What follows belongs to an exercise in optimizing a design on an open flow for small area, a short achievable clock period and few clock cycles; a production flow would make more cautious choices. In this exercise RTL edits were held to simulation tests only and were not proved equivalent to the original.

Design kz_imgdigest, start of the top module:
module kz_imgdigest (
    input  wire         clk,
    input  wire         rst,         
    input  wire         in_valid,
    output wire         in_ready,
    input  wire [35:0]  in_w0,       
    input  wire [35:0]  in_w1,       
    input  wire         in_last,     
    output reg          out_valid,   
    output wire [255:0] digest       
);
==> flow/config.mk <==
export PLATFORM = sky130hd
export DESIGN_NAME = kz_imgdigest
export DESIGN_NICKNAME = kz_imgdigest
export VERILOG_FILES = /design/flow/design.v
export SDC_FILE = /design/flow/constraint.sdc
export NUM_CORES = 4
export LEC_CHECK = 0
export CAP_MARGIN = 20
export CORE_MARGIN = 2
export CORE_UTILIZATION = 50
export CTS_BUF_LIST = sky130_fd_sc_hd__clkbuf_16
export CTS_CLUSTER_DIAMETER = 70
export CTS_CLUSTER_SIZE = 20
export SLEW_MARGIN = 20
export SYNTH_HIERARCHICAL = 1
==> flow/constraint.sdc <==
create_clock -name core_clock -period 10.0 [get_ports {clk}]
set_input_delay 2.0000 -clock core_clock [delete_from_list [all_inputs] [get_ports {clk}]]
set_output_delay 2.0000 -clock core_clock [all_outputs]
set_load 0.01 [all_outputs]
standard.sh (not shown) runs the stock make flow with config.mk's settings and CLKGATE_MAP_FILE= SYNTH_SCRIPT=/design/flow/synth_recipe.tcl, a recipe that flattens the netlist after the stock synthesis.
==> flow/flow/run.sh <==
#!/bin/bash
set -uo pipefail
bash standard.sh \
  "BUFFER_PORTS_ARGS=-buffer_cell sky130_fd_sc_hd__buf_2" \
  "CTS_ARGS=-sink_clustering_enable -repair_clock_nets -dont_use_dummy_load -sink_clustering_size 20 -sink_clustering_max_diameter 70 -buf_list sky130_fd_sc_hd__clkbuf_16" \
  SETUP_SLACK_MARGIN=5.8 \
  finish > standard_make.log 2>&1
Testbench counts at the start, summed over its fixed seeds: cycles 98,488.
Rerun with:
==> flow/run.sh (new file) <==
#!/bin/bash
# synth_recipe.tcl (not shown) runs the flow's synth.tcl, then flattens the netlist and writes it again
# the make line also repeats each setting of config.mk as NAME=value (left out here)
make -C /OpenROAD-flow-scripts/flow DESIGN_CONFIG=/design/flow/config.mk WORK_HOME=/design/flow/orfs CLKGATE_MAP_FILE= SYNTH_SCRIPT=/design/flow/synth_recipe.tcl finish
--- a/flow/config.mk
+++ b/flow/config.mk
@@ -12,4 +12,5 @@
 export CTS_CLUSTER_DIAMETER = 70
 export CTS_CLUSTER_SIZE = 20
+export SETUP_SLACK_MARGIN = 5
 export SLEW_MARGIN = 20
 export SYNTH_HIERARCHICAL = 1
removed: flow/flow/run.sh
removed: flow/standard.sh
Result: Via count fell by 3.2%. Utilization came out lower by 1.5 points. Critical path depth is higher by 2. Die area stays the same.
Rerun with:
==> flow/flow/run.sh (new file) <==
#!/bin/bash
set -uo pipefail
bash standard.sh \
  "BUFFER_PORTS_ARGS=-buffer_cell sky130_fd_sc_hd__buf_2" \
  "CTS_ARGS=-sink_clustering_enable -repair_clock_nets -dont_use_dummy_load -sink_clustering_size 20 -sink_clustering_max_diameter 70 -buf_list sky130_fd_sc_hd__clkbuf_16" \
  SETUP_SLACK_MARGIN=5.4 \
  finish > standard_make.log 2>&1
==> flow/standard.sh (new file) <==
#!/bin/bash
# synth_recipe.tcl (not shown) runs the flow's synth.tcl, then flattens the netlist and writes it again
# the make line also repeats each setting of config.mk as NAME=value (left out here)
make -C /OpenROAD-flow-scripts/flow DESIGN_CONFIG=/design/flow/config.mk WORK_HOME=/design/flow/orfs CLKGATE_MAP_FILE= SYNTH_SCRIPT=/design/flow/synth_recipe.tcl "${@:-finish}"
--- a/flow/config.mk
+++ b/flow/config.mk
@@ -12,5 +12,4 @@
 export CTS_CLUSTER_DIAMETER = 70
 export CTS_CLUSTER_SIZE = 20
-export SETUP_SLACK_MARGIN = 5
 export SLEW_MARGIN = 20
 export SYNTH_HIERARCHICAL = 1
removed: flow/run.sh
Outcome:
- global-route usage came out higher by 1.4 points
- hold slack is worse by 22 ps
- clock skew goes up by 15 ps
- clock-buffer cell count stays the same
- design area goes down slightly
- via count rose slightly
- critical path depth drops by 1
- setup slack improved by 370 ps

## re-timing with driven ports
The results above use ideal ports. As a check the final layouts listed here were re-extracted and re-timed, cells and wires unchanged. Step 1, drivers: a clkbuf_16 drives clk and a buf_2 each remaining input, both assumed. Step 2 moves the port delays by t, midway between the first and last clock arrival at a register: inputs arrive t later, outputs are due t later. That takes back most of the time a late clock gives input paths. Slacks: no drivers / after step 1 / after step 2; pairs: no drivers / after step 1.
run | shift t [ns] | setup slack, ns | hold slack, ns | clock arrival spread, ns
the first run | 0.787 | 5.410 / 5.410 / 5.410 | 0.250 / 0.250 / 0.250 | 0.124 / 0.124
the second run | 0.836 | 4.978 / 4.978 / 4.978 | 0.295 / 0.295 / 0.295 | 0.102 / 0.103
the third run | 0.784 | 5.350 / 5.350 / 5.350 | 0.273 / 0.273 / 0.273 | 0.118 / 0.118
After both steps setup and hold are still met in every run listed.
